From an optimization exercise on the open Yosys and OpenROAD flow, aimed at small area, a short achievable clock period and few clock cycles per item; shortcuts taken in it are not production practice. RTL that was checked went through simulation tests only; none was proved equivalent to the original. Only the layout flow was run in run 6; the RTL was not checked for function there. No activity file was given, so power comes from the tool's default toggle rates.

==> design.v <==
module mx_quant (
    input  wire        clk,
    input  wire        rst,         
    input  wire        in_valid,
    output wire        in_ready,
    input  wire [31:0] in_data,
    input  wire [1:0]  in_src,      
    input  wire [3:0]  in_dst,      
    output wire        out_valid,
    input  wire        out_ready,
    output wire [7:0]  out_code,
    output wire [7:0]  out_x,
    output wire [9:0]  out_qmax,
    output wire        out_last
);
    localparam [1:0] C_E4 = 2'd0;
    localparam [1:0] C_E5 = 2'd1;
    localparam [1:0] C_I8 = 2'd2;    
    localparam [1:0] C_U8 = 2'd3;    
    localparam integer N = 32;
    reg  [4:0]  in_idx;
    reg  [1:0]  src_in, cls_in;
    reg         in_rdy;
    reg         ir_v;
    reg  [31:0] ir_d;           
    reg  [17:0] ring [0:N-1];
    reg  [5:0]  cnt;            
    reg  [4:0]  dw;             
    reg  [7:0]  acc_m;
    reg         acc_nz, acc_nf;
    reg  [8:0]  dn_p;           
    reg         dn_nz, dn_nf;
    reg  [1:0]  dn_cls;
    reg         rdy;            
    reg  [4:0]  hd_idx;
    reg         c1_v, s_v, o_v;
    wire        first_in = (in_idx == 5'd0);
    wire [1:0]  dst_cls  = (in_dst == 4'd3) ? C_E4 :
                           (in_dst == 4'd4) ? C_E5 :
                           (in_dst == 4'd9) ? C_U8 : C_I8;
    wire in_fire = in_valid & in_rdy;
    wire        ir_first = (in_idx == 5'd1);
    wire        ir_last  = (in_idx == 5'd0);
    wire        ir_f     = (src_in == 2'd0);
    wire        ir_b     = (src_in == 2'd1);
    wire        ir_h     = (src_in == 2'd2);
    wire [1:0]  ir_cls   = cls_in;
    function automatic [4:0] lzc24(input [23:0] x);
        integer i;
        reg found;
        begin
            lzc24 = 5'd0;
            found = 1'b0;
            for (i = 23; i >= 0; i = i - 1)
                if (!found && x[i]) begin
                    lzc24 = 5'd23 - i[4:0];
                    found = 1'b1;
                end
        end
    endfunction
    function automatic [4:0] lzc23(input [22:0] x);
        integer i;
        reg found;
        begin
            lzc23 = 5'd0;
            found = 1'b0;
            for (i = 22; i >= 0; i = i - 1)
                if (!found && x[i]) begin
                    lzc23 = 5'd22 - i[4:0];
                    found = 1'b1;
                end
        end
    endfunction
    wire        dc_s    = ir_f ? ir_d[31] : ir_d[15];
    wire [22:0] dc_m    = ({23{ir_f}} & ir_d[22:0]) |
                          ({23{ir_b}} & {ir_d[6:0], 16'd0}) |
                          ({23{ir_h}} & {ir_d[9:0], 13'd0});
    wire        f_e0    = (ir_d[30:23] == 8'd0);
    wire        b_e0    = (ir_d[14:7] == 8'd0);
    wire        h_e0    = (ir_d[14:10] == 5'd0);
    wire        f_m0    = (ir_d[22:0] == 23'd0);
    wire        b_m0    = (ir_d[6:0] == 7'd0);
    wire        h_m0    = (ir_d[9:0] == 10'd0);
    wire        dc_e0   = (ir_f & f_e0) | (ir_b & b_e0) | (ir_h & h_e0);
    wire        dc_m0   = (ir_f & f_m0) | (ir_b & b_m0) | (ir_h & h_m0);
    wire        dc_nf   = (ir_f & (ir_d[30:23] == 8'hff)) | (ir_b & (ir_d[14:7] == 8'hff)) |
                          (ir_h & (ir_d[14:10] == 5'h1f));
    wire        dc_zr   = dc_e0 & dc_m0;
    wire        dc_den  = dc_e0 & !dc_m0;
    wire [7:0]  h_en    = {3'd0, ir_d[14:10]} + 8'd112;
    wire [7:0]  dc_en   = ir_f ? ir_d[30:23] : ir_b ? ir_d[14:7] : h_en;    
    wire [23:0] dc_v    = {!dc_e0, dc_m};
    wire [4:0]  dc_lz   = lzc24(dc_v);
    wire [23:0] dc_nv   = dc_v << dc_lz;
    wire [23:0] dc_pre;                         
    genvar gj;
    generate
        for (gj = 0; gj < 24; gj = gj + 1) begin : g_pre
            assign dc_pre[gj] = |dc_v[23:gj];
        end
    endgenerate
    wire [15:0] dc_st8  = dc_v[15:0] & dc_pre[23:8];
    wire [14:0] dc_st9  = dc_v[14:0] & dc_pre[23:9];
    wire [8:0]  dc_e9b  = dc_e0 ? (ir_h ? 9'd136 : 9'd24) : ({1'b0, dc_en} + 9'd23);
    wire [8:0]  dc_e9   = dc_e9b - {4'd0, dc_lz};
    wire [22:0] dc_f    = {dc_nv[22:15], 15'd0};
    wire [4:0]  h_lz    = lzc23({ir_d[9:0], 13'd0});
    wire [7:0]  h_qm    = h_e0 ? 8'd112 - {3'd0, h_lz} : h_en;
    wire [7:0]  dc_qm   = ir_f ? ir_d[30:23] : ir_b ? ir_d[14:7] : h_qm;
    wire        dc_u8   = (ir_cls == C_U8);
    wire        dc_kill = dc_zr | (dc_u8 & dc_s);
    wire [17:0] dc_pk   = {dc_kill ? 9'd0 : dc_e9,
                           dc_u8 ? dc_f[15] : dc_s,
                           dc_f[22:16],
                           dc_u8 ? |dc_st9 : |dc_st8};
    function automatic [4:0] k1of(input [1:0] cls);
        case (cls)
            C_E4:    k1of = 5'd14;
            C_E5:    k1of = 5'd0;
            C_I8:    k1of = 5'd25;
            default: k1of = 5'd24;
        endcase
    endfunction
    function automatic [4:0] k2of(input [1:0] cls);
        case (cls)
            C_E4:    k2of = 5'd22;
            C_E5:    k2of = 5'd15;
            C_I8:    k2of = 5'd25;
            default: k2of = 5'd24;
        endcase
    endfunction
    wire       cand   = !dc_nf & !dc_zr;
    wire [7:0] m_prev = ir_first ? 8'd0 : acc_m;
    wire [8:0] p_prev = {1'b0, m_prev} + {4'd0, k1of(ir_cls)};
    wire       upd    = cand & (dc_qm > m_prev);
    wire [8:0] p_qm   = {1'b0, dc_qm} + {4'd0, k1of(ir_cls)};
    wire [7:0] m_new  = upd ? dc_qm : m_prev;
    wire [8:0] p_new  = upd ? p_qm : p_prev;
    wire       nz_new = (!ir_first & acc_nz) | cand;
    wire       nf_new = (!ir_first & acc_nf) | dc_nf;
    wire        c1_free = !c1_v | !s_v;
    wire        empty   = (cnt == 6'd0);
    wire        full    = cnt[5];
    wire        rd      = (dw == cnt[4:0]) & !empty & rdy & c1_free;
    wire        wr      = ir_v & (empty | (dw == 5'd0)) & (!full | rd);
    wire        ir_en   = !ir_v | wr;           
    wire        done_in = wr & ir_last;
    wire        last_rd = rd & (hd_idx == 5'd31);
    wire [17:0] pt = ring[N-1];                 
    wire        o_load  = !o_v | out_ready;
    wire        c1_move = c1_v & !s_v;
    wire        ir_v_n  = ir_en ? in_valid : 1'b1;
    wire [5:0]  cnt_n   = cnt + {5'd0, wr} - {5'd0, rd};
    wire [4:0]  dw_n    = wr ? 5'd0 : dw - 5'd1;
    wire        rdy_n   = done_in | (rdy & !last_rd);
    wire        c1_v_n  = c1_free ? rd : c1_v;
    wire        s_v_n   = o_load ? 1'b0 : (s_v | c1_move);
    wire        o_v_n   = o_load ? (s_v | c1_v) : o_v;
    wire [4:0]  hd_n    = hd_idx + {4'd0, rd};
    wire        empty_n = (cnt_n == 6'd0);
    wire        rd_n    = (dw_n == cnt_n[4:0]) & !empty_n & rdy_n & (!c1_v_n | !s_v_n);
    wire        wr_n    = ir_v_n & (empty_n | (dw_n == 5'd0)) & (!cnt_n[5] | rd_n);
    wire        in_rdy_n = !ir_v_n | wr_n;
    always @(posedge clk) begin
        if (rst) begin
            in_idx <= 5'd0;
            in_rdy <= 1'b1;
            ir_v   <= 1'b0;
            cnt    <= 6'd0;
            rdy    <= 1'b0;
            hd_idx <= 5'd0;
            c1_v   <= 1'b0;
            s_v    <= 1'b0;
            o_v    <= 1'b0;
        end else begin
            if (in_fire) in_idx <= in_idx + 5'd1;
            in_rdy <= in_rdy_n;
            ir_v   <= ir_v_n;
            cnt    <= cnt_n;
            rdy    <= rdy_n;
            hd_idx <= hd_n;
            c1_v   <= c1_v_n;
            s_v    <= s_v_n;
            o_v    <= o_v_n;
        end
        dw <= dw_n;
    end
    always @(posedge clk) begin
        if (in_fire && first_in) begin
            src_in <= in_src;
            cls_in <= dst_cls;
        end
        if (ir_en) begin
            ir_d     <= in_data;
        end
    end
    always @(posedge clk) begin
        if (wr) begin
            acc_m  <= m_new;
            acc_nz <= nz_new;
            acc_nf <= nf_new;
        end
        if (done_in) begin
            dn_p   <= p_new;
            dn_nz  <= nz_new;
            dn_nf  <= nf_new;
            dn_cls <= ir_cls;
        end
    end
    integer k;
    always @(posedge clk) begin
        ring[0] <= wr ? dc_pk : pt;
        for (k = 1; k < N; k = k + 1)
            ring[k] <= ring[k-1];
    end
    wire [8:0]  pt_e9  = pt[17:9];
    wire        pt_u8  = (dn_cls == C_U8);
    wire        pt_s   = pt_u8 ? 1'b0 : pt[8];
    wire [8:0]  pt_sig = {1'b1, pt[7:1], pt_u8 ? pt[8] : 1'b0};
    wire [4:0]  dn_k2  = k2of(dn_cls);
    wire [8:0]  dn_pc  = (dn_p < {4'd0, dn_k2}) ? {4'd0, dn_k2} : dn_p;
    wire signed [10:0] t = $signed({2'b00, dn_pc}) - $signed({2'b00, pt_e9});
    wire [3:0]  dmin   = (dn_cls == C_E4) ? 4'd5 : (dn_cls == C_E5) ? 4'd6 : 4'd0;
    wire signed [10:0] dmin_s = $signed({7'd0, dmin});
    wire [3:0]  dsh    = (t > 11'sd10) ? 4'd10 : ((t < dmin_s) ? dmin : t[3:0]);
    wire signed [10:0] ex_s = dmin_s - t;
    wire [4:0]  pt_ex  = (t < dmin_s) ? ex_s[4:0] : 5'd0;
    wire [17:0] pt_sh  = {pt_sig, 9'd0} >> dsh;
    wire [8:0]  pt_r   = pt_sh[17:9];
    wire        pt_g   = pt_sh[8];
    wire        pt_st  = (|pt_sh[7:0]) | pt[0];
    reg  [8:0]  c1_r;
    reg         c1_g, c1_st, c1_s, c1_kill, c1_first, c1_last;
    reg  [4:0]  c1_ex;
    reg  [1:0]  c1_cls;
    always @(posedge clk) begin
        if (rd) begin
            c1_r     <= pt_r;
            c1_g     <= pt_g;
            c1_st    <= pt_st;
            c1_s     <= pt_s;
            c1_ex    <= pt_ex;
            c1_cls   <= dn_cls;
            c1_kill  <= dn_nf | !dn_nz;
            c1_first <= (hd_idx == 5'd0);
            c1_last  <= (hd_idx == 5'd31);
        end
    end
    wire        c1_inc = c1_g & (c1_st | c1_r[0]);
    wire [8:0]  c1_rr  = c1_r + {8'd0, c1_inc};
    wire [7:0]  e4m    = {c1_ex[3:0], 3'd0} + {3'd0, c1_rr[4:0]};
    wire [7:0]  e5m    = {c1_ex, 2'd0} + {3'd0, c1_rr[4:0]};
    wire [6:0]  e4s    = (e4m > 8'd126) ? 7'd126 : e4m[6:0];
    wire [6:0]  e5s    = (e5m > 8'd123) ? 7'd123 : e5m[6:0];
    wire [6:0]  i8m    = (c1_rr > 9'd127) ? 7'd127 : c1_rr[6:0];
    wire [7:0]  i8c    = c1_s ? (8'd0 - {1'b0, i8m}) : {1'b0, i8m};
    wire [7:0]  u8c    = c1_rr[8] ? 8'd255 : c1_rr[7:0];
    reg  [7:0]  c1_code;
    always @(*) begin
        case (c1_cls)
            C_E4:    c1_code = {c1_s, e4s};
            C_E5:    c1_code = {c1_s, e5s};
            C_I8:    c1_code = i8c;
            default: c1_code = u8c;
        endcase
        if (c1_kill) c1_code = 8'd0;
    end
    wire       dn_z   = !dn_nf & !dn_nz;
    wire [9:0] dn_xd  = {1'b0, dn_p} - {5'd0, dn_k2};
    wire [8:0] dn_m   = dn_p - {4'd0, k1of(dn_cls)};
    wire [7:0] dn_x   = dn_nf ? 8'hff : (dn_z | dn_xd[9]) ? 8'h00 : dn_xd[7:0];
    wire [9:0] dn_q   = {dn_nf, dn_z, dn_nf ? 8'hff : (dn_z ? 8'h00 : dn_m[7:0])};
    reg  [7:0] o_code, s_code;
    reg  [7:0] o_x;
    reg  [9:0] o_q;
    reg        o_last, s_last, s_first;
    wire       nx_first = s_v ? s_first : c1_first;
    always @(posedge clk) begin
        if (!s_v) begin
            s_code  <= c1_code;
            s_last  <= c1_last;
            s_first <= c1_first;
        end
        if (o_load) begin
            o_code <= s_v ? s_code : c1_code;
            o_last <= s_v ? s_last : c1_last;
        end
        if (o_load && nx_first) begin
            o_x <= dn_x;
            o_q <= dn_q;
        end
    end
    assign in_ready  = in_rdy;
    assign out_valid = o_v;
    assign out_code  = o_code;
    assign out_x     = o_x;
    assign out_qmax  = o_q;
    assign out_last  = o_last;
endmodule
==> flow/run.sh <==
#!/bin/bash
# The standard ORFS layout, asked to repair timing with extra setup margin and
# with faster buffers on the ports.
set -euo pipefail
bash standard.sh SETUP_SLACK_MARGIN=16.5 "BUFFER_PORTS_ARGS=-buffer_cell sky130_fd_sc_hd__buf_2" finish > standard.log 2>&1
==> standard.sh <==
#!/bin/bash
# synth_recipe.tcl (not shown) runs the flow's synth.tcl, then flattens the netlist and writes it again
# the make line also repeats each setting of config.mk as NAME=value (left out here)
make -C /OpenROAD-flow-scripts/flow DESIGN_CONFIG=/design/flow/config.mk WORK_HOME=/design/flow/orfs CLKGATE_MAP_FILE= SYNTH_SCRIPT=/design/flow/synth_recipe.tcl "${@:-finish}"
==> config.mk <==
export PLATFORM = sky130hd
export DESIGN_NAME = mx_quant
export DESIGN_NICKNAME = mx_quant
export VERILOG_FILES = /design/flow/design.v
export SDC_FILE = /design/flow/constraint.sdc
export NUM_CORES = 4
export LEC_CHECK = 0
export ABC_AREA = 0
export CAP_MARGIN = 20
export CORE_MARGIN = 2
export CORE_UTILIZATION = 55
export CTS_CLUSTER_DIAMETER = 120
export CTS_CLUSTER_SIZE = 26
export SLEW_MARGIN = 20
==> constraint.sdc <==
create_clock -name core_clock -period 22.0 [get_ports {clk}]
set_input_delay 4.4000 -clock core_clock [delete_from_list [all_inputs] [get_ports {clk}]]
set_output_delay 4.4000 -clock core_clock [all_outputs]
set_load 0.01 [all_outputs]
==> Flow_metrics.wiki, run 1 <==
{| class="wikitable"
! Metric !! Value
|-
| Maximum number of pins on one net before global-route repair || 37
|-
| Port Buffers || 70
|-
| Height of the die || 208 um
|-
| Fin crit period || 5.74 ns
|-
| Combined area of all synthesized cells || approximately 23000 um2
|-
| Remaining Overflow, GRT || 0
|-
| Number of top-level pins || 71
|-
| Clock Skew || 0.0282 ns
|-
| Half-perimeter wire length after placement || 28800 um
|-
| Synthesized area divided by synthesized cell count || 12.3 um2
|-
| Final setup vio count || 0
|-
| Arrival time worst endpoint || 6.15 ns
|-
| Total routed wirelength || 42400 um
|-
| Number of buffers created by CTS || 34
|-
| Count of antenna-violating nets left after detailed routing || 0
|-
| Worst-path maximum fanout || 5
|-
| Global-route total usage across every layer || 0.197
|-
| Sequential-to-total area share from yosys stat || 0.681
|-
| Path category of the worst min-delay check || flip-flop to flip-flop
|-
| Number of global-route vias before repair || 12976
|-
| Critical path start-end classification || flip-flop to flip-flop
|-
| TritonCTS clock tree || built
|-
| Worst setup SP type || flip-flop
|-
| Worst slack, placed || between 15 and 20 ns
|-
| Most Frequent Cell on Critical Path || buf_4
|-
| Fraction of the core area covered by cells at the end of the flow || 0.624
|-
| Gate count of the mapped netlist || 1859
|-
| Root cell of the clock tree || clkbuf_16
|-
| Number of enable-type register cells in the synthesized netlist || 108
|-
| Hold path start || ring[30][17]
|-
| Antenna violations before repair || 1
|-
| Crit path largest cell delay || 0.44 ns
|-
| Start point of the critical path || dn_cls[1]
|-
| Nets || 2101
|-
| Initial DRC Count || 920
|-
| Fraction of registers with async set or reset after synthesis || 0
|-
| Via count || 13354
|-
| Worst Max-Slew Pin Slew || 0.935 ns
|-
| Vias per inst || 5.28
|-
| Fmax || 174 MHz
|-
| Leakage power of the design || 10.4 nW
|-
| Post-synthesis register bit count || 721
|-
| Initial cell density of the core || 0.558
|-
| Number of warnings issued by yosys || 2
|-
| Kind of end point of the critical path || flip-flop
|-
| Number of placed instances, taps included || roughly 2400
|-
| Hold-fix buffer count after cts || 0
|-
| First-pass GRT wire length || 68700 um
|-
| PwrDens || 141 nW/um2
|-
| Num Clock Sinks || 721
|-
| Weighted congestion at the end of routability-driven global placement || 0.891
|-
| Number of pins with negative max-slew slack in the final report || 0
|-
| Signed area change from the synthesized netlist to the final layout || 11.9%
|-
| Critical-path top delay cell || edfxtp_1
|-
| R2R Path Start || dn_cls[1]
|-
| Top_reg_cell synth || dfxtp_1
|-
| Final-layout fill cell count || around 3200
|-
| Clock-pin slew on the worst setup and hold paths || 0.11 ns
|-
| Total Negative Setup Slacks || 0 ns
|-
| Clock latency of the later-clocked register in the worst-skew pair || 0.58 ns
|-
| Total power draw || 3.59 mW
|-
| Number of standard cells in the layout, taps in and fillers out || 2529
|-
| Required time worst endpoint || 22.41 ns
|-
| Slack of the critical path || roughly 16 ns
|-
| Number of library cell types mapped by synthesis || 87
|-
| Number of design rule violations left after detail routing || 0
|-
| Maximum Capacitance Violations || 0
|-
| Relative max-transition margin || 0.369
|-
| Number of buffers on the longest clock path || 3
|-
| Chip width || 208 um
|-
| Maximum resistive drop on vdd || 147 uV
|-
| Ratio of final minimum period to clock period || 0.261
|-
| 1st-pass router iterations || 5
|-
| Core ar. || slightly above 40000 um2
|-
| RSZ-0062 raised after global routing || yes
|-
| Row Count || 74
|-
| Maximum level of the CTS H-tree || 2
|-
| Net count after synthesis || between 1500 and 2000
|-
| Run status || timing/DRC/antenna clean
|-
| Hold Fails Final Rpt || 0
|-
| Detail-routed net length per standard cell || around 17 um
|-
| Area of the multi-input gates || 7050 um2
|-
| Area of all sequential standard cells || around 16000 um2
|-
| Share of final-layout standard cells stronger than drive strength 1 || 0.141
|-
| Floorplan die area || 43100 um2
|}
-- cells in the mapped netlist, drive strengths merged, types with 7 or more instances --
master	n	area, um2
a211oi	12	95.1
a21o	30	225
a21oi	79	403
a221oi	7	67.6
a22oi	9	67.6
a31oi	14	93.8
and2	15	96.3
and3	8	50.1
buf	15	109
clkbuf	46	173
dfxtp	613	12300
edfxtp	108	3240
fa	9	180
ha	71	888
inv	82	308
mux2	16	188
mux2i	41	410
nand2	114	428
nand2b	19	119
nand3	34	175
nand4	11	68.8
nor2	153	584
nor2b	28	175
nor3	34	170
nor4	11	68.8
o211ai	9	67.6
o21ai	76	403
o22ai	13	87.6
o31ai	10	75.1
xnor2	37	324
xor2	27	244
-- final cells by class --
| class | count | area share |
|---|---|---|
| sequential | 721 | 0.609 |
| timing repair buffer | 145 | 0.0368 |
| inverter | 83 | 0.0122 |
| clock buffer | 47 | 0.0353 |
| clock inverter | 6 | 0.00393 |
| antenna | 1 | 0.0000982 |
| multi-input combinational | 994 | 0.277 |
| tap | 532 | 0.0261 |
-- metrics by stage --
stage                     hold WS, ns  instance area (um2)
after global routing            0.316                25500
final                           0.308                25500
after floorplan                 0.310                22800
after global placement          0.309                23700
after detailed placement        0.312                23700
after CTS                       0.306                25200
-- path summary, 6_finish.rpt --
check / end / slack, ns / cells past startpoint
max: c1_st / 16.26 / 27
min: ring[31][17] / 0.31 / 0
max reg2reg: c1_st / 16.26 / 27
min reg2reg: ring[31][17] / 0.31 / 0
-- critical path: cells and delay by family (launching register included) --
family                     cells  cell delay [ns]
and+or+nand+nor                7             0.95
DFF                            1             0.44
AOI/OAI and AO/OA             11             2.24
buffers and inverters          4             0.65
adders and majority gates      4             1.11
muxes                          1             0.18
-- placed cells by master (no fill, tap or decap), drive strengths merged, types with 5 or more instances in the layout --
cell | synthesis | layout
o211ai | 9 | 9
o21a | 6 | 6
nand2 | 114 | 114
ha | 71 | 71
nor3 | 34 | 34
xor2 | 27 | 27
buf | 15 | 145
o22ai | 13 | 13
o221ai | 5 | 5
a22oi | 9 | 9
nand4 | 11 | 11
inv | 82 | 85
xnor2 | 37 | 37
o21bai | 6 | 6
a21o | 30 | 30
mux2i | 41 | 41
edfxtp | 108 | 108
nor4 | 11 | 11
and2 | 15 | 15
nor2b | 28 | 28
a221oi | 7 | 7
nand2b | 19 | 19
and3 | 8 | 8
o21ai | 76 | 76
a31oi | 14 | 14
nor2 | 153 | 153
fa | 9 | 9
o31ai | 10 | 10
nand3 | 34 | 34
nor3b | 5 | 5
a21oi | 79 | 79
clkbuf | 46 | 47
a211oi | 12 | 12
mux2 | 16 | 16
dfxtp | 613 | 613
or2 | 6 | 6
a211o | 6 | 6
-- state kept, by name, indices dropped and copies added, names as in the netlist, 9 cells and up --
name and count:
c1_r 9, ir_d 32, o_q 10, ring 576, dn_p 9
-- report_power, final --
part | switching (mW) | internal, mW
Sequential | 0.150 | 1.81
Combinational | 0.529 | 0.409
Clock | 0.388 | 0.297
Total | 1.07 | 2.52
-- metal layers --
layer  GRT usage  part of all wire  vias to the layer above
li1            -                 -                     6649
met1       0.282              0.48                     6286
met2       0.309              0.44                      331
met3      0.0366             0.050                       88
met4      0.0542             0.023                        0
met5           0                 0                        -
-- timing repair --
item	4_1_cts	5_1_grt
endpoints found under the setup margin	40	47
pin swaps	30	26
resized for setup	53	27
setup buffers	40	24
-- kinds of logic after synthesis --
family                   after synthesis  share of synthesized area
XOR/XNOR                              64                     0.0249
buffers and inverters                144                     0.0260
flip-flops                           721                      0.681
AO/OA/AOI/OAI                        337                     0.0995
AND/OR/NAND/NOR                      455                     0.0946
adder cells (fa/ha/maj)               80                     0.0469
multiplexers                          58                     0.0272
Testbench counts, summed over its fixed seeds: cycles 6,424, blocks 192.
==> run 2, diff against run 1 <==
--- a/config.mk
+++ b/config.mk
@@ -5,7 +5,7 @@
 export SDC_FILE = /design/flow/constraint.sdc
 export NUM_CORES = 4
 export LEC_CHECK = 0
-export ABC_AREA = 0
+export ABC_AREA = 1
 export CAP_MARGIN = 20
 export CORE_MARGIN = 2
 export CORE_UTILIZATION = 55
==> Flow_metrics.wiki, run 2 <==
{| class="wikitable"
! Metric !! Value
|-
| Vias per inst || 5.15 (-2.4%)
|-
| Worst-path maximum fanout || 1 (-4)
|-
| Nets || 2370 (+13%)
|-
| Ratio of final minimum period to clock period || 0.253 (-0.00796)
|-
| Fin crit period || 5.57 ns (-0.175 ns)
|-
| Core ar. || 41000 um2 (+0.45%)
|-
| Critical-path top delay cell || edfxtp_1
|-
| Final-layout fill cell count || 3379 (+5.5%)
|-
| Post-DP Area || 23900 um2 (+0.80%)
|-
| Share of final-layout standard cells stronger than drive strength 1 || 0.104 (-0.0377)
|-
| Chip width || 208 um (+0.38%)
|-
| Path category of the worst min-delay check || flip-flop to flip-flop
|-
| Hold path start || ring[6][10]
|-
| Kind of end point of the critical path || output pin
|-
| Clock latency of the later-clocked register in the worst-skew pair || 0.60 ns (+0.02 ns)
|-
| Maximum Capacitance Violations || 0 (unchanged)
|-
| Number of library cell types mapped by synthesis || 60 (-31%)
|-
| PwrDens || 136 nW/um2 (-3.6%)
|-
| Largest register by flop count || ring
|-
| Finished Cell Area || 25200 um2 (-1.0%)
|-
| Number of cells on the worst hold path || 0 (unchanged)
|-
| Hold Fails Final Rpt || 0 (unchanged)
|-
| Top cell type's share of synthesized area || 0.534 (-0.00414)
|-
| Number of design rule violations left after detail routing || 0 (unchanged)
|-
| Worst setup SP type || flip-flop
|-
| Minimum setup slack among reg-to-reg paths || 16.73 ns (+0.47 ns)
|-
| Final setup vio count || 0 (unchanged)
|-
| Top post-synthesis cells by count || dfxtp_1, nand2_1, inv_1
|-
| Antenna violations before repair || 0 (-1)
|-
| Leading cell type in the layout, fill and taps excluded || dfxtp_1
|-
| Number of pins with negative max-slew slack in the final report || 0 (unchanged)
|-
| Number of enable-type register cells in the synthesized netlist || 108 (unchanged)
|-
| Signed area change from the synthesized netlist to the final layout || 9.89%
|-
| Detail-routed net length per standard cell || 15.9 um (-5.4%)
|-
| Area of all sequential standard cells || 15500 um2 (unchanged)
|-
| RSZ-0062 raised after global routing || yes
|-
| Initial cell density of the core || 0.560 (+0.00178)
|-
| Minimum hold slack || 0.316 ns (+0.00836 ns)
|-
| Number of buffers created by CTS || 31 (-8.8%)
|-
| Leading cell types in the layout, fill and taps excluded || dfxtp_1, nand2_1, inv_1
|-
| Height of the die || 208 um (+0.38%)
|-
| Diode count || 0 (-1)
|-
| Number of top-level pins || 71 (unchanged)
|-
| Maximum resistive drop on vdd || 112 uV (-23%)
|-
| Hold-fix buffer count after cts || 0 (unchanged)
|-
| Area of the multi-input gates || 6610 um2 (-6.2%)
|-
| Port Buffers || 70 (unchanged)
|-
| Endpoint of the worst hold path || ring[7][10]
|-
| Crit path largest cell delay || 0.41 ns (-0.03 ns)
|-
| Relative max-transition margin || 0.313 (-0.0556)
|-
| R2R Path Start || dn_cls[0]
|-
| Synthesized area divided by synthesized cell count || 10.7 um2 (-13%)
|-
| Regs by FF count || ring (576), ir_d (32), o_q (10)
|-
| Critical path start-end classification || flip-flop to output pin
|-
| Run status || timing/DRC/antenna clean
|-
| CP cell instances || buf_2
|-
| Initial DRC Count || 1065 (+16%)
|-
| Post-synth top area cell || dfxtp_1
|-
| Most area-consuming cells after synthesis || dfxtp_1, edfxtp_1, nand2_1
|-
| Total Negative Setup Slacks || 0 ns (unchanged)
|-
| Number of warnings issued by yosys || 2 (unchanged)
|-
| Most instantiated library cell after synthesis || dfxtp_1
|-
| Top_reg_cell synth || dfxtp_1
|-
| Floorplan die area || 43400 um2 (+0.76%)
|-
| Count of antenna-violating nets left after detailed routing || 0 (unchanged)
|-
| Net count after synthesis || 2266 (+14%)
|-
| 1st-pass router iterations || 6 (+1)
|-
| Count of buffering cells on the critical path with inverters included || 1 (-3)
|-
| Total power draw || 3.42 mW (-4.6%)
|-
| Combined area of all synthesized cells || 23000 um2 (+0.77%)
|-
| Maximum number of pins on one net before global-route repair || 34 (-8.1%)
|-
| Flip-flop count of the largest register after layout || 576 (unchanged)
|-
| Maximum level of the CTS H-tree || 1 (-1)
|-
| Sequential-to-total area share from yosys stat || 0.676 (-0.00523)
|-
| Total routed wirelength || 44300 um (+4.5%)
|-
| Post-synthesis register bit count || 721 (unchanged)
|-
| Leakage power of the design || 11.0 nW (+5.8%)
|-
| First-pass GRT wire length || 70500 um (+2.5%)
|-
| Worst reg2reg path endpoint || c1_st
|-
| Remaining Overflow, GRT || 0 (unchanged)
|-
| Clock-pin slew on the worst setup and hold paths || 0.10 ns (about the same)
|-
| Weighted congestion at the end of routability-driven global placement || 0.936 (+5.1%)
|-
| Worst Reg-to-Reg Cells || 34 (+26%)
|-
| Root cell of the clock tree || clkbuf_16
|-
| Fraction of registers with async set or reset after synthesis || 0 (unchanged)
|-
| Number of buffers on the longest clock path || 3 (unchanged)
|-
| Clock Skew || 0.0143 ns (-0.0138 ns)
|-
| Fmax || 180 MHz (+3.1%)
|-
| TritonCTS clock tree || built
|-
| Num Clock Sinks || 721 (unchanged)
|-
| Global-route total usage across every layer || 0.201 (+0.00368)
|-
| Number of global-route vias before repair || 13548 (+4.4%)
|-
| Family with the most delay on the worst path || flip-flops
|-
| Arrival time worst endpoint || 1.17 ns (-4.98 ns)
|-
| Row Count || 74 (unchanged)
|-
| Via count || 14392 (+7.8%)
|-
| Worst Max-Slew Pin Slew || 1.03 ns (+0.0952 ns)
|-
| Half-perimeter wire length after placement || 31600 um (+9.5%)
|-
| Required time worst endpoint || 17.60 ns (-4.81 ns)
|-
| Gate count of the mapped netlist || 2144 (+15%)
|}
run 2: routing by layer:
layer	global-route usage	vias up	wire length [um]
li1	-	7258	-
met1	0.285	6646	21100
met2	0.324	409	19800
met3	0.0325	79	2390
met4	0.0504	0	1110
met5	0	-	0
run 2: area by class of cell:
type | count | share of cell area
flip-flops and latches | 721 | 0.615
multi-input cells | 1148 | 0.262
inverters | 242 | 0.0364
clock buffers | 42 | 0.0324
well taps | 532 | 0.0264
repair buffers | 104 | 0.0251
clock inverters | 3 | 0.00273
run 2: how the worst max path moves through the flow:
stage / cells past startpoint / slack [ns] / start / end
floorplan: 2 / 16.63 / out_ready / o_q[0]
global placement: 35 / 15.85 / dn_cls[1] / c1_st
global route: 35 / 16.30 / dn_cls[0] / c1_st
CTS: 1 / 16.38 / o_x[6] / out_x[6]
finish: 1 / 16.43 / o_x[6] / out_x[6]
detailed placement: 35 / 15.64 / dn_cls[1] / c1_st
run 2: metrics by stage:
| step | setup WS, ns | utilization | cells |
|---|---|---|---|
| after detailed placement | 15.64 | 0.581 | 2716 |
| after global routing | 16.30 | 0.615 | 2792 |
| after CTS | 16.38 | 0.608 | 2771 |
| final | 16.43 | 0.615 | 2792 |
| after floorplan | 16.63 | - | 2144 |
| after global placement | 15.85 | 0.581 | 2716 |
run 2: timing repair:
item	in CTS	in global routing
endpoints found under the setup margin	47	51
cloned	1	3
resized for setup	33	39
setup buffers	9	18
pin swaps	3	15
run 2: cells by family (layout without fill, tap and decap cells):
family	after synthesis	in the layout	share of synthesized area
AOI/OAI and AO/OA	227	227	0.0587
muxes	1	1	0.000436
DFF	721	721	0.676
adders and majority gates	80	80	0.0465
and+or+nand+nor	796	800	0.156
xor gates and xnor gates	40	40	0.0153
buffers and inverters	279	391	0.0478
run 2: where the power goes:
| part | switching (mW) | internal [mW] |
|---|---|---|
| registers | 0.125 | 1.80 |
| logic | 0.542 | 0.309 |
| clock network | 0.360 | 0.284 |
| total | 1.03 | 2.40 |
==> run 3, diff against run 2 <==
--- a/config.mk
+++ b/config.mk
@@ -6,9 +6,9 @@
 export NUM_CORES = 4
 export LEC_CHECK = 0
 export ABC_AREA = 1
-export CAP_MARGIN = 20
+export CAP_MARGIN = 0
 export CORE_MARGIN = 2
 export CORE_UTILIZATION = 55
-export CTS_CLUSTER_DIAMETER = 120
-export CTS_CLUSTER_SIZE = 26
-export SLEW_MARGIN = 20
+export CTS_CLUSTER_DIAMETER = 100
+export CTS_CLUSTER_SIZE = 30
+export SLEW_MARGIN = 0
==> Flow_metrics.wiki, run 3 <==
{| class="wikitable"
! Metric !! Value
|-
| WL met2 || 19500 um (-1.1%)
|-
| Top post-synthesis cells by count || dfxtp_1, nand2_1, inv_1
|-
| Post-synth top area cell || dfxtp_1
|-
| Gate count of the mapped netlist || 2144 (unchanged)
|-
| Via count || 14386 (-0.042%)
|-
| Wire length on met1 || 21000 um (-0.16%)
|-
| Total routed wirelength || 43900 um (-0.86%)
|-
| PwrDens || 134 nW/um2 (-0.85%)
|-
| Number of global-route vias before repair || 13511 (-0.27%)
|-
| Number of warnings issued by yosys || 2 (unchanged)
|-
| Dominant combinational cell family by area after synthesis || simple AND/OR/NAND/NOR gates
|-
| Final-layout fill cell count || 3394 (+0.44%)
|-
| Top_reg_cell synth || dfxtp_1
|-
| Chip width || 208 um (unchanged)
|-
| Total Negative Setup Slacks || 0 ns (unchanged)
|-
| XOR/XNOR Fraction of Synth Area || 0.0153 (unchanged)
|-
| Maximum level of the CTS H-tree || 1 (unchanged)
|-
| Critical path start-end classification || flip-flop to output pin
|-
| Row Count || 74 (unchanged)
|-
| Number of design rule violations left after detail routing || 0 (unchanged)
|-
| Leading cell types in the layout, fill and taps excluded || dfxtp_1, nand2_1, inv_1
|-
| Number of enable-type register cells in the synthesized netlist || 108 (unchanged)
|-
| Worst Max-Slew Pin Slew || 1.07 ns (+0.0350 ns)
|-
| Run status || timing/DRC/antenna clean
|-
| First-pass GRT wire length || 70300 um (-0.24%)
|-
| Final setup vio count || 0 (unchanged)
|-
| Leading cell type in the layout, fill and taps excluded || dfxtp_1
|-
| Port Buffers || 70 (unchanged)
|-
| Number of buffers on the longest clock path || 3 (unchanged)
|-
| Worst setup SP type || flip-flop
|-
| TritonCTS clock tree || built
|-
| Maximum number of pins on one net before global-route repair || 34 (unchanged)
|-
| Met3 wire length || 2370 um (-1.0%)
|-
| Synthesized area divided by synthesized cell count || 10.7 um2 (unchanged)
|-
| Number of buffers created by CTS || 28 (-9.7%)
|-
| Signed area change from the synthesized netlist to the final layout || 9.35%
|-
| Maximum resistive drop on vdd || 106 uV (-5.4%)
|-
| Global-route total usage across every layer || 0.200 (-0.000833)
|-
| Fmax || 180 MHz (+0.13%)
|-
| Clock Skew || 0.0151 ns (+0.000735 ns)
|-
| Remaining Overflow, GRT || 0 (unchanged)
|-
| Minimum hold slack || 0.323 ns (+0.00646 ns)
|-
| Maximum Capacitance Violations || 0 (unchanged)
|-
| Flip-flop count of the largest register after layout || 576 (unchanged)
|-
| Combined area of all synthesized cells || 23000 um2 (unchanged)
|-
| Half-perimeter wire length after placement || 31600 um (unchanged)
|-
| RSZ-0062 raised after global routing || yes
|-
| Share of synthesized area spent on multiplexers || 0.000436 (unchanged)
|-
| Most instantiated library cell after synthesis || dfxtp_1
|-
| Antenna violations before repair || 1 (+1)
|-
| Number of top-level pins || 71 (unchanged)
|-
| CP cell instances || buf_2
|-
| Top cell type's share of synthesized area || 0.534 (unchanged)
|-
| Share of final-layout standard cells stronger than drive strength 1 || 0.101 (-0.00283)
|-
| Initial cell density of the core || 0.560 (unchanged)
|-
| Number of library cell types mapped by synthesis || 60 (unchanged)
|-
| Height of the die || 208 um (unchanged)
|-
| Count of buffering cells on the critical path with inverters included || 1 (unchanged)
|-
| Num Clock Sinks || 721 (unchanged)
|-
| Simple-gate share of the synthesized area || 0.156 (unchanged)
|-
| Weighted congestion at the end of routability-driven global placement || 0.936 (unchanged)
|-
| Fraction of registers with async set or reset after synthesis || 0 (unchanged)
|-
| Adder and majority gate portion of the synthesized area || 0.0465 (unchanged)
|-
| Regs by FF count || ring (576), ir_d (32), o_q (10)
|-
| Initial DRC Count || 1060 (-0.47%)
|-
| Leakage power of the design || 11.0 nW (-0.41%)
|-
| Worst slack, placed || 15.64 ns (unchanged)
|-
| Family with the most delay on the worst path || flip-flops
|-
| Root cell of the clock tree || clkbuf_16
|-
| Sequential-to-total area share from yosys stat || 0.676 (unchanged)
|-
| Most area-consuming cells after synthesis || dfxtp_1, edfxtp_1, nand2_1
|-
| Largest register by flop count || ring
|-
| Clock-pin slew on the worst setup and hold paths || 0.10 ns (about the same)
|-
| Path category of the worst min-delay check || flip-flop to flip-flop
|-
| Arrival time worst endpoint || 1.16 ns (about the same)
|-
| Crit path largest cell delay || 0.42 ns (about the same)
|-
| Count of antenna-violating nets left after detailed routing || 0 (unchanged)
|-
| Clock latency of the later-clocked register in the worst-skew pair || 0.59 ns (about the same)
|-
| Nets || 2365 (-0.21%)
|-
| Vias per inst || 5.16 (+0.17%)
|-
| Kind of end point of the critical path || output pin
|-
| Fraction of the core area covered by cells at the end of the flow || 0.612 (-0.00299)
|-
| 1st-pass router iterations || 5 (-1)
|-
| Worst-path maximum fanout || 1 (unchanged)
|-
| Ratio of final minimum period to clock period || 0.253 (-0.000336)
|-
| Floorplan die area || 43400 um2 (unchanged)
|-
| Hold Fails Final Rpt || 0 (unchanged)
|-
| Share of the synthesized area in compound gates (AO/OA/AOI/OAI) || 0.0587 (unchanged)
|-
| Fin crit period || 5.56 ns (-0.00740 ns)
|-
| Number of pins with negative max-slew slack in the final report || 0 (unchanged)
|-
| Slack of the critical path || 16.44 ns (+0.00740 ns)
|-
| Relative max-transition margin || 0.286 (-0.0272)
|-
| Critical-path top delay cell || edfxtp_1
|-
| Detail-routed net length per standard cell || 15.8 um (-0.65%)
|-
| Highest Signal Layer || met4
|-
| Core ar. || 41000 um2 (unchanged)
|-
| Net count after synthesis || 2266 (unchanged)
|-
| Diode count || 0 (unchanged)
|-
| Post-synthesis register bit count || 721 (unchanged)
|-
| Required time worst endpoint || 17.60 ns (about the same)
|}
## run 3: changes by cell type in the layout (fill, tap and decap cells not counted), moves of 2 or more
cell / delta
buf_6: -2
bufinv_16: -2
clkbuf_1: -2
clkbuf_16: -2
ha_1: +3
ha_2: -2
## run 3: worst paths after layout
kind | slack (ns) | startpoint | depth (start not counted) | endpoint
max reg2reg | 16.61 | dn_cls[0] | 35 | c1_st
max | 16.44 | o_x[6] | 1 | out_x[6]
min | 0.32 | ring[6][17] | 0 | ring[7][17]
min reg2reg | 0.32 | ring[6][17] | 0 | ring[7][17]
## run 3: cell type report
cell class	instances	area (um2)	share of cell area
Clock buffer	38	759	0.0302
Timing Repair Buffer	102	609	0.0243
Sequential cell	721	15500	0.618
Tap cell	532	666	0.0265
Clock inverter	3	36.3	0.00144
Inverter	242	916	0.0365
Multi-Input combinational cell	1148	6610	0.263
## run 3: through the flow
step	total power, mW	cell area (um2)	instances
after floorplan	2.46	23000	2144
after global placement	2.69	23900	2716
after detailed placement	2.71	23900	2716
after CTS	3.36	24800	2766
after global routing	3.60	25100	2786
final	3.38	25100	2786
## run 3: cells by family (layout without fill, tap and decap cells)
| family | after synthesis | after routing |
|---|---|---|
| xor gates and xnor gates | 40 | 40 |
| AOI/OAI and AO/OA | 227 | 227 |
| muxes | 1 | 1 |
| adders and majority gates | 80 | 80 |
| DFF | 721 | 721 |
| and+or+nand+nor | 796 | 800 |
| buffers and inverters | 279 | 385 |
## run 3: routing by layer
metal | track usage | vias to the layer above
met4 | 0.0536 | 0
met3 | 0.0269 | 80
met5 | 0 | -
met1 | 0.287 | 6700
met2 | 0.321 | 376
li1 | - | 7230
## run 3: timing repair
item | 4_1_cts | 5_1_grt
setup endpoints to repair | 47 | 50
hold buffers | 0 | 0
resized for setup | 30 | 38
gates cloned | 1 | 3
pin swaps | 2 | 14
setup buffers | 8 | 17
## run 3: report_power, final
part / internal [mW] / switching (mW) / total, mW
Clock: 0.246 / 0.358 / 0.604
Sequential: 1.80 / 0.124 / 1.93
Combinational: 0.306 / 0.541 / 0.848
==> run 4, diff against run 3 <==
--- a/design.v
+++ b/design.v
@@ -90,8 +90,17 @@
     wire [7:0]  h_en    = {3'd0, ir_d[14:10]} + 8'd112;
     wire [7:0]  dc_en   = ir_f ? ir_d[30:23] : ir_b ? ir_d[14:7] : h_en;    
     wire [23:0] dc_v    = {!dc_e0, dc_m};
-    wire [4:0]  dc_lz   = lzc24(dc_v);
-    wire [23:0] dc_nv   = dc_v << dc_lz;
+    wire        dc_z16  = (dc_v[23:8] == 16'd0);
+    wire [23:0] dc_n16  = dc_z16 ? {dc_v[7:0], 16'd0} : dc_v;
+    wire        dc_z8   = (dc_n16[23:16] == 8'd0);
+    wire [23:0] dc_n8   = dc_z8 ? {dc_n16[15:0], 8'd0} : dc_n16;
+    wire        dc_z4   = (dc_n8[23:20] == 4'd0);
+    wire [23:0] dc_n4   = dc_z4 ? {dc_n8[19:0], 4'd0} : dc_n8;
+    wire        dc_z2   = (dc_n4[23:22] == 2'd0);
+    wire [23:0] dc_n2   = dc_z2 ? {dc_n4[21:0], 2'd0} : dc_n4;
+    wire        dc_z1   = !dc_n2[23];
+    wire [23:0] dc_nv   = dc_z1 ? {dc_n2[22:0], 1'b0} : dc_n2;
+    wire [4:0]  dc_lz   = {dc_z16, dc_z8, dc_z4, dc_z2, dc_z1};
     wire [23:0] dc_pre;                         
     genvar gj;
     generate
--- a/config.mk
+++ b/config.mk
@@ -9,6 +9,6 @@
 export CAP_MARGIN = 0
 export CORE_MARGIN = 2
 export CORE_UTILIZATION = 55
-export CTS_CLUSTER_DIAMETER = 100
-export CTS_CLUSTER_SIZE = 30
+export CTS_CLUSTER_DIAMETER = 90
+export CTS_CLUSTER_SIZE = 36
 export SLEW_MARGIN = 0
==> Flow_metrics.wiki, run 4 <==
{| class="wikitable"
! Metric !! Value
|-
| Run status || timing/DRC/antenna clean
|-
| Most area-consuming cells after synthesis || dfxtp_1, edfxtp_1, nand2_1
|-
| Leading cell type in the layout, fill and taps excluded || dfxtp_1
|-
| Chip width || 206 um (-0.90%)
|-
| Number of warnings issued by yosys || 2 (unchanged)
|-
| Num Clock Sinks || 721 (unchanged)
|-
| Number of top-level pins || 71 (unchanged)
|-
| Critical-path top delay cell || edfxtp_1
|-
| Gate count of the mapped netlist || 2005 (-6.5%)
|-
| Clock latency of the later-clocked register in the worst-skew pair || 0.61 ns (+0.02 ns)
|-
| Combined area of all synthesized cells || 22500 um2 (-1.8%)
|-
| Worst setup endpoint || out_qmax[2]
|-
| TritonCTS clock tree || built
|-
| Post-DP Area || 23400 um2 (-1.7%)
|-
| RSZ-0062 raised after global routing || yes
|-
| Net count after synthesis || 2127 (-6.1%)
|-
| Ratio of final minimum period to clock period || 0.253 (about the same)
|-
| Worst Reg-to-Reg Cells || 35 (unchanged)
|-
| Crit path largest cell delay || 0.40 ns (-0.02 ns)
|-
| R2R Path Start || dn_cls[1]
|-
| Worst Max-Slew Pin Slew || 1.18 ns (+0.110 ns)
|-
| Count of antenna-violating nets left after detailed routing || 0 (unchanged)
|-
| Leakage power of the design || 10.8 nW (-1.5%)
|-
| Total routed wirelength || 40100 um (-8.8%)
|-
| Share of final-layout standard cells stronger than drive strength 1 || 0.128 (+0.0276)
|-
| Family with the most delay on the worst path || flip-flops
|-
| Vias per inst || 4.99 (-3.5%)
|-
| Number of pins with negative max-slew slack in the final report || 0 (unchanged)
|-
| Signed area change from the synthesized netlist to the final layout || 10.9%
|-
| Diode count || 0 (unchanged)
|-
| Number of enable-type register cells in the synthesized netlist || 108 (unchanged)
|-
| Start point of the critical path || o_q[2]
|-
| Number of placed instances, taps included || 2585 (-4.8%)
|-
| Remaining Overflow, GRT || 0 (unchanged)
|-
| Fraction of registers with async set or reset after synthesis || 0 (unchanged)
|-
| Number of library cell types mapped by synthesis || 65 (+8.3%)
|-
| Top_reg_cell synth || dfxtp_1
|-
| Sequential-to-total area share from yosys stat || 0.688 (+0.0126)
|-
| Worst reg2reg path endpoint || c1_st
|-
| Cell depth of the worst setup path || 1 (unchanged)
|-
| Critical path start-end classification || flip-flop to output pin
|-
| Maximum Capacitance Violations || 0 (unchanged)
|-
| Weighted congestion at the end of routability-driven global placement || 0.942 (+0.61%)
|-
| Core ar. || 40600 um2 (-0.90%)
|-
| Number of global-route vias before repair || 12442 (-7.9%)
|-
| Required time worst endpoint || 17.60 ns (about the same)
|-
| Half-perimeter wire length after placement || 28400 um (-10%)
|-
| Via count || 13296 (-7.6%)
|-
| Antenna violations before repair || 1 (unchanged)
|-
| Worst-path maximum fanout || 1 (unchanged)
|-
| Clock-pin slew on the worst setup and hold paths || 0.12 ns (+0.02 ns)
|-
| Global-route total usage across every layer || 0.187 (-0.0128)
|-
| Maximum number of pins on one net before global-route repair || 39 (+15%)
|-
| First-pass GRT wire length || 63400 um (-9.8%)
|-
| Maximum resistive drop on vdd || 100 uV (-5.8%)
|-
| Most instantiated library cell after synthesis || dfxtp_1
|-
| Root cell of the clock tree || clkbuf_16
|-
| Port Buffers || 70 (unchanged)
|-
| Floorplan die area || 42600 um2 (-1.8%)
|-
| Synthesized area divided by synthesized cell count || 11.2 um2 (+5.0%)
|-
| Total Negative Setup Slacks || 0 ns (unchanged)
|-
| Maximum level of the CTS H-tree || 1 (unchanged)
|-
| Post-synthesis register bit count || 721 (unchanged)
|-
| Relative max-transition margin || 0.214 (-0.0721)
|-
| Final setup vio count || 0 (unchanged)
|-
| Flip-flop count of the largest register after layout || 576 (unchanged)
|-
| Row Count || 74 (unchanged)
|-
| Initial DRC Count || 816 (-23%)
|-
| Worst setup SP type || flip-flop
|-
| Top cell type's share of synthesized area || 0.544 (+0.00993)
|-
| Minimum hold slack || 0.311 ns (-0.0116 ns)
|-
| Finished Cell Area || 25000 um2 (-0.46%)
|-
| Count of buffering cells on the critical path with inverters included || 1 (unchanged)
|-
| Number of design rule violations left after detail routing || 0 (unchanged)
|-
| Regs by FF count || ring (576), ir_d (32), o_q (10)
|-
| Height of the die || 206 um (-0.90%)
|-
| Hold Fails Final Rpt || 0 (unchanged)
|-
| Clock Skew || 0.0413 ns (+0.0262 ns)
|-
| 1st-pass router iterations || 5 (unchanged)
|-
| Fraction of the core area covered by cells at the end of the flow || 0.615 (+0.00272)
|-
| Number of buffers on the longest clock path || 3 (unchanged)
|-
| Fin crit period || 5.56 ns (+0.00230 ns)
|-
| Number of standard cells in the layout, taps in and fillers out || 2667 (-4.3%)
|-
| PwrDens || 139 nW/um2 (+3.3%)
|-
| Leading cell types in the layout, fill and taps excluded || dfxtp_1, nand2_1, inv_1
|-
| Minimum setup slack among reg-to-reg paths || 16.61 ns (about the same)
|-
| CP cell instances || buf_2
|-
| Detail-routed net length per standard cell || 15.0 um (-4.8%)
|-
| Fmax || 180 MHz (about the same)
|-
| Final-layout fill cell count || 3296 (-2.9%)
|-
| Top post-synthesis cells by count || dfxtp_1, nand2_1, inv_1
|-
| Kind of end point of the critical path || output pin
|-
| Arrival time worst endpoint || 1.16 ns (about the same)
|-
| Nets || 2240 (-5.3%)
|-
| Largest register by flop count || ring
|-
| Post-synth top area cell || dfxtp_1
|-
| Path category of the worst min-delay check || flip-flop to flip-flop
|-
| Initial cell density of the core || 0.555 (-0.00521)
|-
| Number of buffers created by CTS || 28 (unchanged)
|}
## run 4: cell count changes after synthesis, moves of 9 or more
cell     delta
buf_2      -10
inv_1      -15
inv_2      -14
nand2_1    -44
nand2_2    +15
nand3_1    -46
nand4_1    -28
nor2_1     -31
o21ai_0    +10
o21ai_1     +9
## run 4: worst min path at each step
stage	from	to	depth (start not counted)
after floorplan	ring[9][0]	ring[10][0]	0
after CTS	ring[8][9]	ring[9][9]	0
after detailed placement	ring[11][6]	ring[12][6]	0
after global routing	ring[8][9]	ring[9][9]	0
after global placement	ring[18][12]	ring[19][12]	0
final	ring[23][9]	ring[24][9]	0
## run 4: routing by layer
metal / GRT usage / share of wire / vias to the layer above
met1: 0.263 / 0.48 / 6147
li1: - / - / 6787
met3: 0.0246 / 0.041 / 57
met2: 0.306 / 0.45 / 303
met4: 0.0536 / 0.025 / 2
met5: 0 / 0.00035 / -
## run 4: logic make-up (layout without fill, tap and decap cells)
group | count (synthesis) | count (layout) | synth area share
buf+inv | 244 | 373 | 0.0448
flops | 721 | 721 | 0.688
xor+xnor | 46 | 46 | 0.0179
compound gates | 244 | 244 | 0.0634
fa+ha+maj | 80 | 80 | 0.0474
simple gates | 670 | 671 | 0.138
## run 4: where the power goes
group          switching (mW)  internal, mW
Clock                   0.400         0.264
Sequential              0.121          1.80
Combinational           0.556         0.330
## run 4: cell type report
class                      count  area, um2  area share
sequential                   721      15500       0.621
clock inverter                10        209     0.00836
clock buffer                  37        756      0.0302
multi-input combinational   1041       6350       0.254
timing repair buffer         108        656      0.0262
inverter                     218        841      0.0336
tap                          532        666      0.0266
## run 4: worst reg2reg max path: cells and delay by family, from the launching register on
family          cells  cell delay (ns)
simple gates       20             1.98
fa+ha+maj           5             1.51
buf+inv             5             0.62
compound gates      5             0.59
flops               1             0.46
## run 4: repair_timing
item,CTS,global route
setup endpoints to repair,48,48
gates cloned,1,1
endpoints found under the hold margin,0,0
resized for setup,23,67
pin swaps,5,30
hold buffers,0,0
buffers inserted,14,19
## run 4: stage by stage
stage | setup slack [ns] | power, mW
detailed placement | 15.72 | 2.71
CTS | 16.39 | 3.42
global route | 16.27 | 3.69
global placement | 15.88 | 2.71
floorplan | 16.58 | 2.48
finish | 16.44 | 3.47
Testbench counts of run 4, summed over its fixed seeds: cycles 6,424, blocks 192.
==> run 5, diff against run 4 <==
--- a/config.mk
+++ b/config.mk
@@ -9,6 +9,6 @@
 export CAP_MARGIN = 0
 export CORE_MARGIN = 2
 export CORE_UTILIZATION = 55
-export CTS_CLUSTER_DIAMETER = 90
-export CTS_CLUSTER_SIZE = 36
+export CTS_CLUSTER_DIAMETER = 100
+export CTS_CLUSTER_SIZE = 30
 export SLEW_MARGIN = 0
==> Flow_metrics.wiki, run 5 <==
{| class="wikitable"
! Metric !! Value
|-
| Core ar. || 40600 um2 (unchanged)
|-
| R2R Path Start || dn_cls[1]
|-
| Post-synthesis register bit count || 721 (unchanged)
|-
| 1st-pass router iterations || 5 (unchanged)
|-
| Fmax || 181 MHz (+0.49%)
|-
| Worst Max-Slew Pin Slew || 1.16 ns (-0.0126 ns)
|-
| RSZ-0062 raised after global routing || yes
|-
| Worst-path maximum fanout || 1 (unchanged)
|-
| Detail-routed net length per standard cell || 15.0 um (about the same)
|-
| Synthesized area divided by synthesized cell count || 11.2 um2 (unchanged)
|-
| Combined area of all synthesized cells || 22500 um2 (unchanged)
|-
| Fraction of registers with async set or reset after synthesis || 0 (unchanged)
|-
| Leading cell type in the layout, fill and taps excluded || dfxtp_1
|-
| Via count || 13244 (-0.39%)
|-
| PwrDens || 138 nW/um2 (-0.81%)
|-
| Arrival time worst endpoint || 1.13 ns (-0.03 ns)
|-
| Maximum number of pins on one net before global-route repair || 39 (unchanged)
|-
| Net count after synthesis || 2127 (unchanged)
|-
| Total power draw || 3.42 mW (-1.5%)
|-
| Antenna violations before repair || 1 (unchanged)
|-
| Top cell type's share of synthesized area || 0.544 (unchanged)
|-
| Signed area change from the synthesized netlist to the final layout || 10.1%
|-
| Number of pins with negative max-slew slack in the final report || 0 (unchanged)
|-
| CP cell instances || buf_2
|-
| Root cell of the clock tree || clkbuf_16
|-
| Sequential-to-total area share from yosys stat || 0.688 (unchanged)
|-
| Most instantiated library cell after synthesis || dfxtp_1
|-
| Vias per inst || 4.97 (-0.28%)
|-
| Floorplan die area || 42600 um2 (unchanged)
|-
| Height of the die || 206 um (unchanged)
|-
| Area of all sequential standard cells || 15500 um2 (unchanged)
|-
| Leading cell types in the layout, fill and taps excluded || dfxtp_1, nand2_1, inv_1
|-
| Critical-path top delay cell || edfxtp_1
|-
| Top_reg_cell synth || dfxtp_1
|-
| Count of antenna-violating nets left after detailed routing || 0 (unchanged)
|-
| Hold path start || ring[10][7]
|-
| Number of warnings issued by yosys || 2 (unchanged)
|-
| Ratio of final minimum period to clock period || 0.252 (-0.00124)
|-
| Number of global-route vias before repair || 12448 (+0.048%)
|-
| Clock latency of the later-clocked register in the worst-skew pair || 0.62 ns (about the same)
|-
| Flip-flop count of the largest register after layout || 576 (unchanged)
|-
| Final setup vio count || 0 (unchanged)
|-
| Maximum level of the CTS H-tree || 1 (unchanged)
|-
| Number of top-level pins || 71 (unchanged)
|-
| Leakage power of the design || 10.7 nW (-0.64%)
|-
| Total routed wirelength || 40000 um (-0.17%)
|-
| Crit path largest cell delay || 0.39 ns (about the same)
|-
| Relative max-transition margin || 0.222 (+0.00844)
|-
| Diode count || 0 (unchanged)
|-
| Path category of the worst min-delay check || flip-flop to flip-flop
|-
| Required time worst endpoint || 17.60 ns (about the same)
|-
| Total Negative Setup Slacks || 0 ns (unchanged)
|-
| Final-layout fill cell count || 3294 (-0.061%)
|-
| Number of library cell types mapped by synthesis || 65 (unchanged)
|-
| Nets || 2240 (unchanged)
|-
| Initial cell density of the core || 0.555 (unchanged)
|-
| Count of buffering cells on the critical path with inverters included || 1 (unchanged)
|-
| Number of cells on the worst hold path || 0 (unchanged)
|-
| Remaining Overflow, GRT || 0 (unchanged)
|-
| Clock-pin slew on the worst setup and hold paths || 0.11 ns (about the same)
|-
| Hold Fails Final Rpt || 0 (unchanged)
|-
| Run status || timing/DRC/antenna clean
|-
| TritonCTS clock tree || built
|-
| Endpoint of the worst hold path || ring[11][7]
|-
| Maximum Capacitance Violations || 0 (unchanged)
|-
| Half-perimeter wire length after placement || 28400 um (unchanged)
|-
| Gate count of the mapped netlist || 2005 (unchanged)
|-
| Clock Skew || 0.0325 ns (-0.00879 ns)
|-
| Minimum setup slack among reg-to-reg paths || 16.62 ns (about the same)
|-
| Chip width || 206 um (unchanged)
|-
| Maximum resistive drop on vdd || 94.8 uV (-5.2%)
|-
| Weighted congestion at the end of routability-driven global placement || 0.942 (unchanged)
|-
| Share of final-layout standard cells stronger than drive strength 1 || 0.125 (-0.00310)
|-
| Top post-synthesis cells by count || dfxtp_1, nand2_1, inv_1
|-
| Largest register by flop count || ring
|-
| Critical path start-end classification || flip-flop to output pin
|-
| Row Count || 74 (unchanged)
|-
| Number of buffers on the longest clock path || 3 (unchanged)
|-
| Global-route total usage across every layer || 0.188 (+0.000538)
|-
| Number of design rule violations left after detail routing || 0 (unchanged)
|-
| Most area-consuming cells after synthesis || dfxtp_1, edfxtp_1, nand2_1
|-
| Port Buffers || 70 (unchanged)
|-
| Area of the multi-input gates || 6350 um2 (about the same)
|-
| Worst Reg-to-Reg Cells || 35 (unchanged)
|-
| Post-synth top area cell || dfxtp_1
|-
| Number of buffers created by CTS || 28 (unchanged)
|-
| Regs by FF count || ring (576), ir_d (32), o_q (10)
|-
| Initial DRC Count || 817 (+0.12%)
|-
| Num Clock Sinks || 721 (unchanged)
|-
| First-pass GRT wire length || 63500 um (+0.13%)
|-
| Number of enable-type register cells in the synthesized netlist || 108 (unchanged)
|-
| Fin crit period || 5.53 ns (-0.0272 ns)
|-
| Kind of end point of the critical path || output pin
|-
| Worst reg2reg path endpoint || c1_st
|-
| Family with the most delay on the worst path || flip-flops
|-
| Worst setup SP type || flip-flop
|}
==> run 5: changes by cell type in the layout (fill, tap and decap cells not counted), sizes merged <==
| cell | change |
|---|---|
| clkbuf | +3 |
| clkinv | -5 |
| clkinvlp | +1 |
| inv | -2 |
==> run 5: how the worst max path moves through the flow <==
stage,start,to,slack (ns),depth (start not counted)
floorplan,dn_cls[1],c1_st,16.58,36
global placement,dn_cls[1],c1_st,15.88,32
detailed placement,dn_cls[1],c1_st,15.72,32
CTS,o_q[2],out_qmax[2],16.42,1
global route,dn_cls[1],c1_st,16.33,36
finish,o_q[2],out_qmax[2],16.47,1
==> run 5: metrics by stage <==
stage                     cells  utilization  hold WS, ns  area, um2  worst slack (ns)
after CTS                  2644        0.601        0.324      24400             16.42
after detailed placement   2585        0.577        0.312      23400             15.72
after global routing       2664        0.611        0.326      24800             16.33
after global placement     2585        0.577        0.310      23400             15.88
final                      2664        0.611        0.319      24800             16.47
after floorplan            2005            -        0.310      22600             16.58
==> run 5: cell families (layout without fill, tap and decap cells) <==
family,count (synthesis),in the layout,synth area share
flip-flops,721,721,0.688
AND/OR/NAND/NOR,670,671,0.138
AO/OA/AOI/OAI,244,244,0.0634
buffers and inverters,244,370,0.0448
adder cells (fa/ha/maj),80,80,0.0474
XOR/XNOR,46,46,0.0179
==> run 5: routing by layer <==
| layer | vias up | wire, um | track usage |
|---|---|---|---|
| li1 | 6777 | - | - |
| met1 | 6111 | 19300 | 0.261 |
| met2 | 283 | 17900 | 0.306 |
| met3 | 71 | 1660 | 0.0259 |
| met4 | 2 | 1120 | 0.0579 |
| met5 | - | 16 | 0 |
==> run 5: layout make-up <==
class / count / area share
clock buffer: 40 / 0.0309
timing repair buffer: 108 / 0.0264
clock inverter: 4 / 0.00146
sequential: 721 / 0.625
tap: 532 / 0.0268
multi-input combinational: 1041 / 0.256
inverter: 218 / 0.0338
==> run 5: what timing repair did <==
item / in CTS / in global routing
gates cloned: 1 / 1
pin swaps: 5 / 31
gates resized for setup: 22 / 66
buffers inserted: 14 / 19
hold buffers: 0 / 0
endpoints found under the setup margin: 49 / 50
==> run 5: power breakdown <==
part	switching [mW]	internal, mW
clock network	0.367	0.247
logic	0.555	0.329
registers	0.120	1.80
==> run 6, diff against run 5 <==
--- a/design.v
+++ b/design.v
@@ -101,15 +101,6 @@
     wire        dc_z1   = !dc_n2[23];
     wire [23:0] dc_nv   = dc_z1 ? {dc_n2[22:0], 1'b0} : dc_n2;
     wire [4:0]  dc_lz   = {dc_z16, dc_z8, dc_z4, dc_z2, dc_z1};
-    wire [23:0] dc_pre;                         
-    genvar gj;
-    generate
-        for (gj = 0; gj < 24; gj = gj + 1) begin : g_pre
-            assign dc_pre[gj] = |dc_v[23:gj];
-        end
-    endgenerate
-    wire [15:0] dc_st8  = dc_v[15:0] & dc_pre[23:8];
-    wire [14:0] dc_st9  = dc_v[14:0] & dc_pre[23:9];
     wire [8:0]  dc_e9b  = dc_e0 ? (ir_h ? 9'd136 : 9'd24) : ({1'b0, dc_en} + 9'd23);
     wire [8:0]  dc_e9   = dc_e9b - {4'd0, dc_lz};
     wire [22:0] dc_f    = {dc_nv[22:15], 15'd0};
@@ -121,7 +112,7 @@
     wire [17:0] dc_pk   = {dc_kill ? 9'd0 : dc_e9,
                            dc_u8 ? dc_f[15] : dc_s,
                            dc_f[22:16],
-                           dc_u8 ? |dc_st9 : |dc_st8};
+                           dc_u8 ? |dc_nv[14:0] : |dc_nv[15:0]};
     function automatic [4:0] k1of(input [1:0] cls);
         case (cls)
             C_E4:    k1of = 5'd14;
==> Flow_metrics.wiki, run 6 <==
{| class="wikitable"
! Metric !! Value
|-
| Number of global-route vias before repair || 12160 (-2.3%)
|-
| Highest Signal Layer || met4
|-
| Final-layout fill cell count || 3316 (+0.67%)
|-
| Initial cell density of the core || 0.558 (+0.00320)
|-
| Start point of the critical path || o_q[5]
|-
| Ratio of final minimum period to clock period || 0.253 (+0.00110)
|-
| Hold-fix buffer count after cts || 0 (unchanged)
|-
| Top cell type's share of synthesized area || 0.554 (+0.00934)
|-
| Flip-flop count of the largest register after layout || 576 (unchanged)
|-
| Number of library cell types mapped by synthesis || 58 (-11%)
|-
| WL met2 || 16700 um (-6.7%)
|-
| Simple-gate share of the synthesized area || 0.134 (-0.00468)
|-
| Synthesized area divided by synthesized cell count || 11.4 um2 (+0.98%)
|-
| Leading cell type in the layout, fill and taps excluded || dfxtp_1
|-
| Maximum resistive drop on vdd || 111 uV (+17%)
|-
| TritonCTS clock tree || built
|-
| Critical-path top delay cell || edfxtp_1
|-
| Worst-path maximum fanout || 1 (unchanged)
|-
| Number of enable-type register cells in the synthesized netlist || 108 (unchanged)
|-
| Core ar. || 39700 um2 (-2.3%)
|-
| Half-perimeter wire length after placement || 27100 um (-4.6%)
|-
| Total routed wirelength || 38000 um (-4.9%)
|-
| Worst slack, placed || 15.52 ns (-0.207 ns)
|-
| CP cell instances || buf_2
|-
| Height of the die || 205 um (-0.83%)
|-
| Maximum level of the CTS H-tree || 1 (unchanged)
|-
| RSZ-0062 raised after global routing || yes
|-
| Clock Skew || 0.0253 ns (-0.00718 ns)
|-
| Arrival time worst endpoint || 1.16 ns (+0.03 ns)
|-
| Leading cell types in the layout, fill and taps excluded || dfxtp_1, nand2_1, inv_1
|-
| Top_reg_cell synth || dfxtp_1
|-
| Regs by FF count || ring (576), ir_d (32), o_q (10)
|-
| Worst setup SP type || flip-flop
|-
| Num Clock Sinks || 721 (unchanged)
|-
| Net count after synthesis || 2074 (-2.5%)
|-
| Fraction of registers with async set or reset after synthesis || 0 (unchanged)
|-
| Hold path start || ring[4][11]
|-
| Remaining Overflow, GRT || 0 (unchanged)
|-
| Largest register by flop count || ring
|-
| Sequential-to-total area share from yosys stat || 0.700 (+0.0118)
|-
| Number of warnings issued by yosys || 2 (unchanged)
|-
| R2R Path Start || dn_cls[1]
|-
| Most area-consuming cells after synthesis || dfxtp_1, edfxtp_1, nand2_1
|-
| Wire length on met1 || 18800 um (-2.4%)
|-
| Root cell of the clock tree || clkbuf_16
|-
| Top post-synthesis cells by count || dfxtp_1, nand2_1, inv_1
|-
| Number of pins with negative max-slew slack in the final report || 0 (unchanged)
|-
| Clock latency of the later-clocked register in the worst-skew pair || 0.63 ns (about the same)
|-
| Maximum Capacitance Violations || 0 (unchanged)
|-
| Count of buffering cells on the critical path with inverters included || 1 (unchanged)
|-
| Share of final-layout standard cells stronger than drive strength 1 || 0.121 (-0.00440)
|-
| 1st-pass router iterations || 5 (unchanged)
|-
| Total Negative Setup Slacks || 0 ns (unchanged)
|-
| Antenna violations before repair || 0 (-1)
|-
| Maximum number of pins on one net before global-route repair || 35 (-10%)
|-
| Fmax || 180 MHz (-0.44%)
|-
| Diode count || 0 (unchanged)
|-
| Post-synth top area cell || dfxtp_1
|-
| Relative max-transition margin || 0.239 (+0.0167)
|-
| Combined area of all synthesized cells || 22200 um2 (-1.7%)
|-
| Hold Fails Final Rpt || 0 (unchanged)
|-
| Number of design rule violations left after detail routing || 0 (unchanged)
|-
| Initial DRC Count || 773 (-5.4%)
|-
| PwrDens || 139 nW/um2 (+0.61%)
|-
| Number of top-level pins || 71 (unchanged)
|-
| Signed area change from the synthesized netlist to the final layout || 10.5%
|-
| Chip width || 205 um (-0.83%)
|-
| Number of buffers created by CTS || 28 (unchanged)
|-
| Share of the synthesized area in compound gates (AO/OA/AOI/OAI) || 0.0586 (-0.00478)
|-
| Gate count of the mapped netlist || 1952 (-2.6%)
|-
| Run status || timing/DRC/antenna clean
|}
run 6: cell type report:
type,count,area [um2],share of cell area
Timing Repair Buffer,97,594,0.0243
Clock inverter,4,80.1,0.00327
Tap cell,525,657,0.0268
Clock buffer,38,738,0.0301
Multi-Input combinational cell,1002,6110,0.250
Sequential cell,721,15500,0.634
Inverter,207,791,0.0323
run 6: cell families after synthesis:
logic type / after synthesis
flops: 721
simple gates: 655
buf+inv: 231
compound gates: 217
fa+ha+maj: 80
xor+xnor: 47
mux: 1
run 6: timing repair:
item                                    in CTS  in global routing
endpoints found under the setup margin      45                 48
buffers inserted                             8                 16
endpoints found under the hold margin        0                  0
pin swaps                                    3                 24
resized for setup                           22                 72
gates cloned                                 0                  2
run 6: stage by stage:
step / std cells / power, mW / hold WS (ns) / area [um2] / util
6_report: 2594 / 3.39 / 0.319 / 24500 / 0.616
4_1_cts: 2576 / 3.34 / 0.320 / 24100 / 0.606
2_1_floorplan: 1952 / 2.45 / 0.310 / 22200 / -
3_3_place_gp: 2526 / 2.67 / 0.310 / 23100 / 0.581
3_5_place_dp: 2526 / 2.69 / 0.312 / 23100 / 0.581
5_1_grt: 2594 / 3.62 / 0.318 / 24500 / 0.616
run 6: final timing paths:
check                           slack [ns]           to  cells after the start
worst min register to register        0.32  ring[5][11]                      0
worst min-delay path                  0.32  ring[5][11]                      0
worst max register to register       16.68        c1_st                     33
worst max-delay path                 16.44  out_qmax[5]                      1
run 6: where the power goes:
group | internal (mW) | switching [mW] | total [mW]
Clock | 0.248 | 0.369 | 0.617
Sequential | 1.79 | 0.122 | 1.92
Combinational | 0.320 | 0.542 | 0.862
run 6: metal layers:
layer | track usage | vias up
met2 | 0.285 | 225
li1 | - | 6577
met1 | 0.263 | 5982
met3 | 0.0328 | 51
met5 | 0 | -
met4 | 0.0391 | 0
run 6: worst register-to-register path: cells and delay by family, from the launching register on:
family	cells	cell delay (ns)
AND/OR/NAND/NOR	19	2.00
flip-flops	1	0.42
AO/OA/AOI/OAI	5	0.59
adder cells (fa/ha/maj)	5	1.44
XOR/XNOR	1	0.17
buffers and inverters	3	0.48

-- static timing again, ports no longer ideal --
How much do the figures lean on ideal ports? The routed layouts below were timed once more, with nothing changed but the port constraints.
Step 1 (the two cells are an assumption about what drives the block):
set clk [get_ports {clk}]
set_driving_cell -lib_cell sky130_fd_sc_hd__clkbuf_16 $clk
set_driving_cell -lib_cell sky130_fd_sc_hd__buf_2 [delete_from_list [all_inputs] $clk]
Step 2 moves the port delays by t, midway between the first and last clock arrival at a register: inputs arrive t later, outputs are due t later. That takes back most of the time a late clock gives input paths.
Three values: ideal ports, drivers, drivers and shift; two values: the first two.
run	shift t [ns]	setup WS [ns]	worst setup path after step 2	slew at the worst register clock pin (ns)
run 1	0.617	16.259 / 16.259 / 16.137	input to register	0.11 / 0.11
run 2	0.648	16.434 / 16.382 / 16.302	input to register	0.10 / 0.10
run 3	0.631	16.441 / 16.388 / 16.314	input to register	0.11 / 0.11
run 4	0.647	16.439 / 16.383 / 16.199	input to register	0.12 / 0.12
run 5	0.655	16.466 / 16.412 / 16.194	input to register	0.12 / 0.12
run 6	0.663	16.442 / 16.388 / 16.247	input to register	0.12 / 0.12
After both steps setup and hold are still met in every run listed. The setup slack of run 5, which loses most, moves by -0.054 ns with the drivers and by -0.272 ns with both steps.
